This is an optimization exercise on Yosys and OpenROAD, whose aim is small area, a short achievable clock period and few clock cycles per item, not a production implementation.
RTL that was checked went through simulation tests only; none was proved equivalent to the original.

## east
Design sha256_engine, start of the top module:
module sha256_engine (
    input  wire         clk,
    input  wire         rst,
    input  wire         in_valid,
    output wire         in_ready,
    input  wire         first,
    input  wire [511:0] block,       
    output reg          out_valid,
    output wire [255:0] digest       
);
    localparam [255:0] IV = {32'h6a09e667, 32'hbb67ae85, 32'h3c6ef372, 32'ha54ff53a,
                             32'h510e527f, 32'h9b05688c, 32'h1f83d9ab, 32'h5be0cd19};
    localparam [2047:0] KR = {
        32'hb5c0fbcf, 32'he9b5dba5, 32'h3956c25b, 32'h59f111f1, 32'h923f82a4, 32'hab1c5ed5, 32'hd807aa98, 32'h12835b01,
        32'h243185be, 32'h550c7dc3, 32'h72be5d74, 32'h80deb1fe, 32'h9bdc06a7, 32'hc19bf174, 32'he49b69c1, 32'hefbe4786,
        32'h0fc19dc6, 32'h240ca1cc, 32'h2de92c6f, 32'h4a7484aa, 32'h5cb0a9dc, 32'h76f988da, 32'h983e5152, 32'ha831c66d,
        32'hb00327c8, 32'hbf597fc7, 32'hc6e00bf3, 32'hd5a79147, 32'h06ca6351, 32'h14292967, 32'h27b70a85, 32'h2e1b2138,
        32'h4d2c6dfc, 32'h53380d13, 32'h650a7354, 32'h766a0abb, 32'h81c2c92e, 32'h92722c85, 32'ha2bfe8a1, 32'ha81a664b,
        32'hc24b8b70, 32'hc76c51a3, 32'hd192e819, 32'hd6990624, 32'hf40e3585, 32'h106aa070, 32'h19a4c116, 32'h1e376c08,
        32'h2748774c, 32'h34b0bcb5, 32'h391c0cb3, 32'h4ed8aa4a, 32'h5b9cca4f, 32'h682e6ff3, 32'h748f82ee, 32'h78a5636f,
        32'h84c87814, 32'h8cc70208, 32'h90befffa, 32'ha4506ceb, 32'hbef9a3f7, 32'hc67178f2, 32'h428a2f98, 32'h71374491};
    function [31:0] rotr;
        input [31:0] x;
        input integer n;
        rotr = (x >> n) | (x << (32 - n));
    endfunction
    function [31:0] maj3;
        input [31:0] x, y, z;
        maj3 = (x & y) | (x & z) | (y & z);
    endfunction
    function [31:0] add32;
        input [31:0] x, y;
        reg   [31:0] gg, pp, gn, pn;
        integer i, k;
        begin
            gg = x & y;
            pp = x ^ y;
            for (k = 1; k < 32; k = k * 2) begin
                gn = gg;
                pn = pp;
                for (i = k; i < 32; i = i + 1) begin
                    gn[i] = gg[i] | (pp[i] & gg[i-k]);
                    pn[i] = pp[i] & pp[i-k];
                end
                gg = gn;
                pp = pn;
  ...
Size in the first run: roughly 8200 cells after synthesis, about 1100 flip-flops.
Settings: LEC_CHECK=0, ABC_AREA=1, CAP_MARGIN=20, CORE_MARGIN=2, CORE_UTILIZATION=40, SLEW_MARGIN=20; clock period 10.0 ns.
standard.sh (not shown) runs the stock make flow with config.mk's settings and CLKGATE_MAP_FILE= SYNTH_SCRIPT=/design/flow/synth_recipe.tcl, a recipe that flattens the netlist after the stock synthesis.
==> flow/flow/run.sh <==
#!/bin/bash
set -euo pipefail
export SETUP_SLACK_MARGIN=6
export BUFFER_PORTS_ARGS="-buffer_cell sky130_fd_sc_hd__buf_1"
bash standard.sh > standard.log 2>&1
Testbench counts of east, summed over its fixed seeds: cycles 81,944, blocks 1,280.
Here is what was changed in the inputs of north compared with east.
diff --git a/flow/design.v b/flow/design.v
--- a/flow/design.v
+++ b/flow/design.v
@@ -22,57 +22,49 @@
     function [31:0] rotr;
         input [31:0] x;
         input integer n;
         rotr = (x >> n) | (x << (32 - n));
     endfunction
     function [31:0] maj3;
         input [31:0] x, y, z;
         maj3 = (x & y) | (x & z) | (y & z);
     endfunction
     function [31:0] add32;
         input [31:0] x, y;
-        reg   [31:0] gg, pp, gn, pn;
-        integer i, k;
+        reg   [31:0] gg, pp;
         begin
             gg = x & y;
             pp = x ^ y;
-            for (k = 1; k < 32; k = k * 2) begin
-                gn = gg;
-                pn = pp;
-                for (i = k; i < 32; i = i + 1) begin
-                    gn[i] = gg[i] | (pp[i] & gg[i-k]);
-                    pn[i] = pp[i] & pp[i-k];
-                end
-                gg = gn;
-                pp = pn;
-            end
+            gg = gg | (pp & (gg << 1));   pp = pp & (pp << 1);
+            gg = gg | (pp & (gg << 2));   pp = pp & (pp << 2);
+            gg = gg | (pp & (gg << 4));   pp = pp & (pp << 4);
+            gg = gg | (pp & (gg << 8));   pp = pp & (pp << 8);
+            gg = gg | (pp & (gg << 16));
             add32 = x ^ y ^ {gg[30:0], 1'b0};
         end
     endfunction
     function [31:0] add32s;
         input [31:0] x, y;
         reg   [31:0] gg, pp;
-        integer i, k;
         begin
             gg = x & y;
             pp = x ^ y;
-            for (k = 1; k < 32; k = k * 2)
-                for (i = 2*k - 1; i < 32; i = i + 2*k) begin
-                    gg[i] = gg[i] | (pp[i] & gg[i-k]);
-                    pp[i] = pp[i] & pp[i-k];
-                end
-            for (k = 8; k >= 1; k = k / 2)
-                for (i = 3*k - 1; i < 32; i = i + 2*k) begin
-                    gg[i] = gg[i] | (pp[i] & gg[i-k]);
-                    pp[i] = pp[i] & pp[i-k];
-                end
+            gg = gg | (32'haaaaaaaa & pp & (gg << 1));   pp = (pp & ~32'haaaaaaaa) | (32'haaaaaaaa & pp & (pp << 1));
+            gg = gg | (32'h88888888 & pp & (gg << 2));   pp = (pp & ~32'h88888888) | (32'h88888888 & pp & (pp << 2));
+            gg = gg | (32'h80808080 & pp & (gg << 4));   pp = (pp & ~32'h80808080) | (32'h80808080 & pp & (pp << 4));
+            gg = gg | (32'h80008000 & pp & (gg << 8));   pp = (pp & ~32'h80008000) | (32'h80008000 & pp & (pp << 8));
+            gg = gg | (32'h80000000 & pp & (gg << 16));   pp = (pp & ~32'h80000000) | (32'h80000000 & pp & (pp << 16));
+            gg = gg | (32'h00800000 & pp & (gg << 8));   pp = (pp & ~32'h00800000) | (32'h00800000 & pp & (pp << 8));
+            gg = gg | (32'h08080800 & pp & (gg << 4));   pp = (pp & ~32'h08080800) | (32'h08080800 & pp & (pp << 4));
+            gg = gg | (32'h22222220 & pp & (gg << 2));   pp = (pp & ~32'h22222220) | (32'h22222220 & pp & (pp << 2));
+            gg = gg | (32'h55555554 & pp & (gg << 1));   pp = (pp & ~32'h55555554) | (32'h55555554 & pp & (pp << 1));
             add32s = x ^ y ^ {gg[30:0], 1'b0};
         end
     endfunction
     function [63:0] c42;
         input [31:0] x1, x2, x3, x4;
         reg   [31:0] t12, t34, t, co, ci, cy;
         begin
             t12 = x1 ^ x2;
             t34 = x3 ^ x4;
             co  = (t12 & x3) | (~t12 & x1);        
             ci  = {co[30:0], 1'b0};
- Delta (north minus east): biggest fanout along the worst timing path climbed 50, via count climbed 624, number of flops mapped to enable cells by yosys barely changed, average cell area after synthesis barely changed.
- Per the final summary, north finished and its layout is clean on timing, DRC and antenna.
- Changes observed in north relative to east: worst hold slack rose by 0.023 ns, area added between synthesis and finish rose by 0.43 points, final-layout clock buffer total fell 5, final wirelength grew by 3.0%, adder and majority cell fraction of the synthesized area flat.
- Between north and east, the setup slack is lower for north.
Testbench counts of north, summed over its fixed seeds: cycles 81,944, blocks 1,280.

---

Setup of lagoon:
Another version of the RTL of sha256_engine (not shown whole).
Size: ~1100 flip-flops, about 60000 um2 of cells after synthesis.
Settings: LEC_CHECK=0, CAP_MARGIN=20, CORE_MARGIN=2, CORE_UTILIZATION=40, SETUP_SLACK_MARGIN=5, SLEW_MARGIN=20; clock period 10.0 ns.
run.sh (not shown) runs the stock make flow with config.mk's settings and CLKGATE_MAP_FILE= SYNTH_SCRIPT=/design/flow/synth_recipe.tcl, a recipe that flattens the netlist after the stock synthesis.
Stock flow here: none of the scripts above is used.
Testbench counts of lagoon, summed over its fixed seeds: cycles 81,944, blocks 1,280.
The inputs of ember differ from those of lagoon as listed below.
--- a/flow/design.v
+++ b/flow/design.v
@@ -96,41 +96,40 @@
     wire [255:0] hs = h_q;
     wire [31:0] H0 = hs[255:224], H1 = hs[223:192], H2 = hs[191:160], H3 = hs[159:128];
     wire [31:0] H4 = hs[127:96],  H5 = hs[95:64],   H6 = hs[63:32],   H7 = hs[31:0];
     wire [31:0] s1   = rotr(e, 6) ^ rotr(e, 11) ^ rotr(e, 25);
     wire [31:0] ch   = (e & f) | (~e & g);
     wire [31:0] s0   = rotr(a, 2) ^ rotr(a, 13) ^ rotr(a, 22);
     wire [31:0] mj   = maj3(a, b, c);
-    wire [31:0] z0   = last ? hs[255:224] : 32'd0;
-    wire [31:0] z4   = last ? hs[127:96]  : 32'd0;
     wire [63:0] p1   = csa(x_q, s1, ch);                 
-    wire [63:0] p2   = csa(s0, mj, z0);                  
-    wire [63:0] p3   = csa(p1[31:0], p1[63:32], p2[31:0]);
-    wire [63:0] p4   = csa(p3[31:0], p3[63:32], p2[63:32]);
-    wire [31:0] a_n  = add32(p4[31:0], p4[63:32]);
+    wire [63:0] p2   = csa(p1[31:0], p1[63:32], s0);     
+    wire [63:0] p3   = csa(p2[31:0], p2[63:32], mj);     
+    wire [31:0] a_n  = add32(p3[31:0], p3[63:32]);
     wire [63:0] q1   = csa(p1[31:0], p1[63:32], d);      
-    wire [63:0] q2   = csa(q1[31:0], q1[63:32], z4);
-    wire [31:0] e_n  = add32(q2[31:0], q2[63:32]);
+    wire [31:0] e_n  = add32(q1[31:0], q1[63:32]);
     wire        r61 = f61;
     wire [31:0] ha  = r61 ? H3 : (r62 ? H2 : H1);
     wire [31:0] he  = r61 ? H7 : (r62 ? H6 : H5);
     wire [31:0] za  = add32s(a, ha);
     wire [31:0] ze  = add32s(e, he);
+    wire [63:0] dd  = csa(c, r62 ? H4 : 32'd0, r62 ? ~H0 : 32'd0);
+    wire [31:0] d_s = add32s(dd[31:0], {dd[63:33], dd[32] | r62});    
     wire        xfer    = xfer_q;      
     wire        load_iv = liv_q;       
     wire [31:0] a_in = load_iv ? IV[255:224] : (prep ? h_q[255:224] : a_n);
     wire [31:0] b_in = load_iv ? IV[223:192] : (prep ? h_q[223:192] : (last ? za : a));
     wire [31:0] c_in = load_iv ? IV[191:160] : (xfer ? h_q[191:160] : b);
-    wire [31:0] d_in = load_iv ? IV[159:128] : (xfer ? h_q[159:128] : c);
+    wire [31:0] d_in = load_iv ? IV[159:128] : (xfer ? h_q[159:128] : d_s);
     wire [31:0] e_in = load_iv ? IV[127:96]  : (prep ? h_q[127:96]  : e_n);
     wire [31:0] f_in = load_iv ? IV[95:64]   : (prep ? h_q[95:64]   : (last ? ze : e));
     wire [31:0] g_in = load_iv ? IV[63:32]   : (xfer ? h_q[63:32]   : f);
     wire [31:0] h_in = load_iv ? IV[31:0]    : (xfer ? h_q[31:0]    : g);
-    wire [63:0] x1  = csa(k_q, w[0], h_in);
-    wire [31:0] x_n = add32(x1[31:0], x1[63:32]);
+    wire [63:0] x1  = csa(k_q, w[0], r62 ? H0 : 32'd0);
+    wire [63:0] x2  = csa(x1[31:0], x1[63:32], h_in);
+    wire [31:0] x_n = add32(x2[31:0], x2[63:32]);
     wire [31:0] ss0   = rotr(w[1], 7) ^ rotr(w[1], 18) ^ (w[1] >> 3);
     wire [31:0] ss1   = rotr(w[14], 17) ^ rotr(w[14], 19) ^ (w[14] >> 10);
     wire [63:0] m1    = csa(w[0], w[9], ss0);
     wire [63:0] m2    = csa(m1[31:0], m1[63:32], ss1);
     wire [31:0] w_new = add32(m2[31:0], m2[63:32]);
     wire wload  = idle | r62;
     integer i;
Results
Looking at the reports, ember completed the entire flow and the layout it produced met the timing, DRC and antenna checks.
| post-synthesis compound-gate area fraction | ember vs lagoon | ≈ equal |
lagoon vs ember, worst setup path startpoint: e[7]$_SDFF_PP0_ vs h_q[224]$_SDFFCE_PN1P_
ember against lagoon; final standard cell area without fillers is up by a few percent.
Diff lagoon -> ember: clock tree cell share of total cell area roughly the same; fmax went down; count of unique library cells instantiated by Yosys dropped 2.4%; synthesis-to-layout area growth increased 0.57 points.
Delta (ember minus lagoon): non-clock buffer count went up 19; wire length of the first global-routing pass went down about 0.43%.
lagoon ended up with simple AND/OR/NAND/NOR gates as its largest family of logic cells by synthesized area; ember ended up with adder cells.
Function not checked in ember: the RTL went through the layout flow alone.

==> afterwards: timing with drivers on the ports <==
No port has a modelled driver above. Below, the same layouts with a new extraction and two added sets of constraints. Step 1: set_driving_cell puts a clkbuf_16 on clk and a buf_2 on each other input, an assumption about the parent block. Step 2, shift: input delay + t, output delay - t, t = (earliest + latest rising clock arrival at the registers) / 2. This alone moves slack from input paths to output paths. Three values: no drivers, after step 1, after step 2; two values: the first two.
run | shift t [ns] | setup slack, ns | hold WS [ns] | worst setup path at the end | worst data-port slew with drivers (ns)
east | 0.827 | 5.985 / 5.985 / 5.985 | 0.384 / 0.384 / 0.384 | register to register | 0.17
north | 0.841 | 5.841 / 5.841 / 5.841 | 0.407 / 0.407 / 0.407 | register to register | 0.17
lagoon | 0.845 | 4.982 / 4.982 / 4.982 | 0.382 / 0.382 / 0.382 | register to register | 0.15
ember | 0.825 | 4.768 / 4.768 / 4.768 | 0.439 / 0.439 / 0.439 | register to register | 0.18
After both steps every run listed still meets setup and hold.
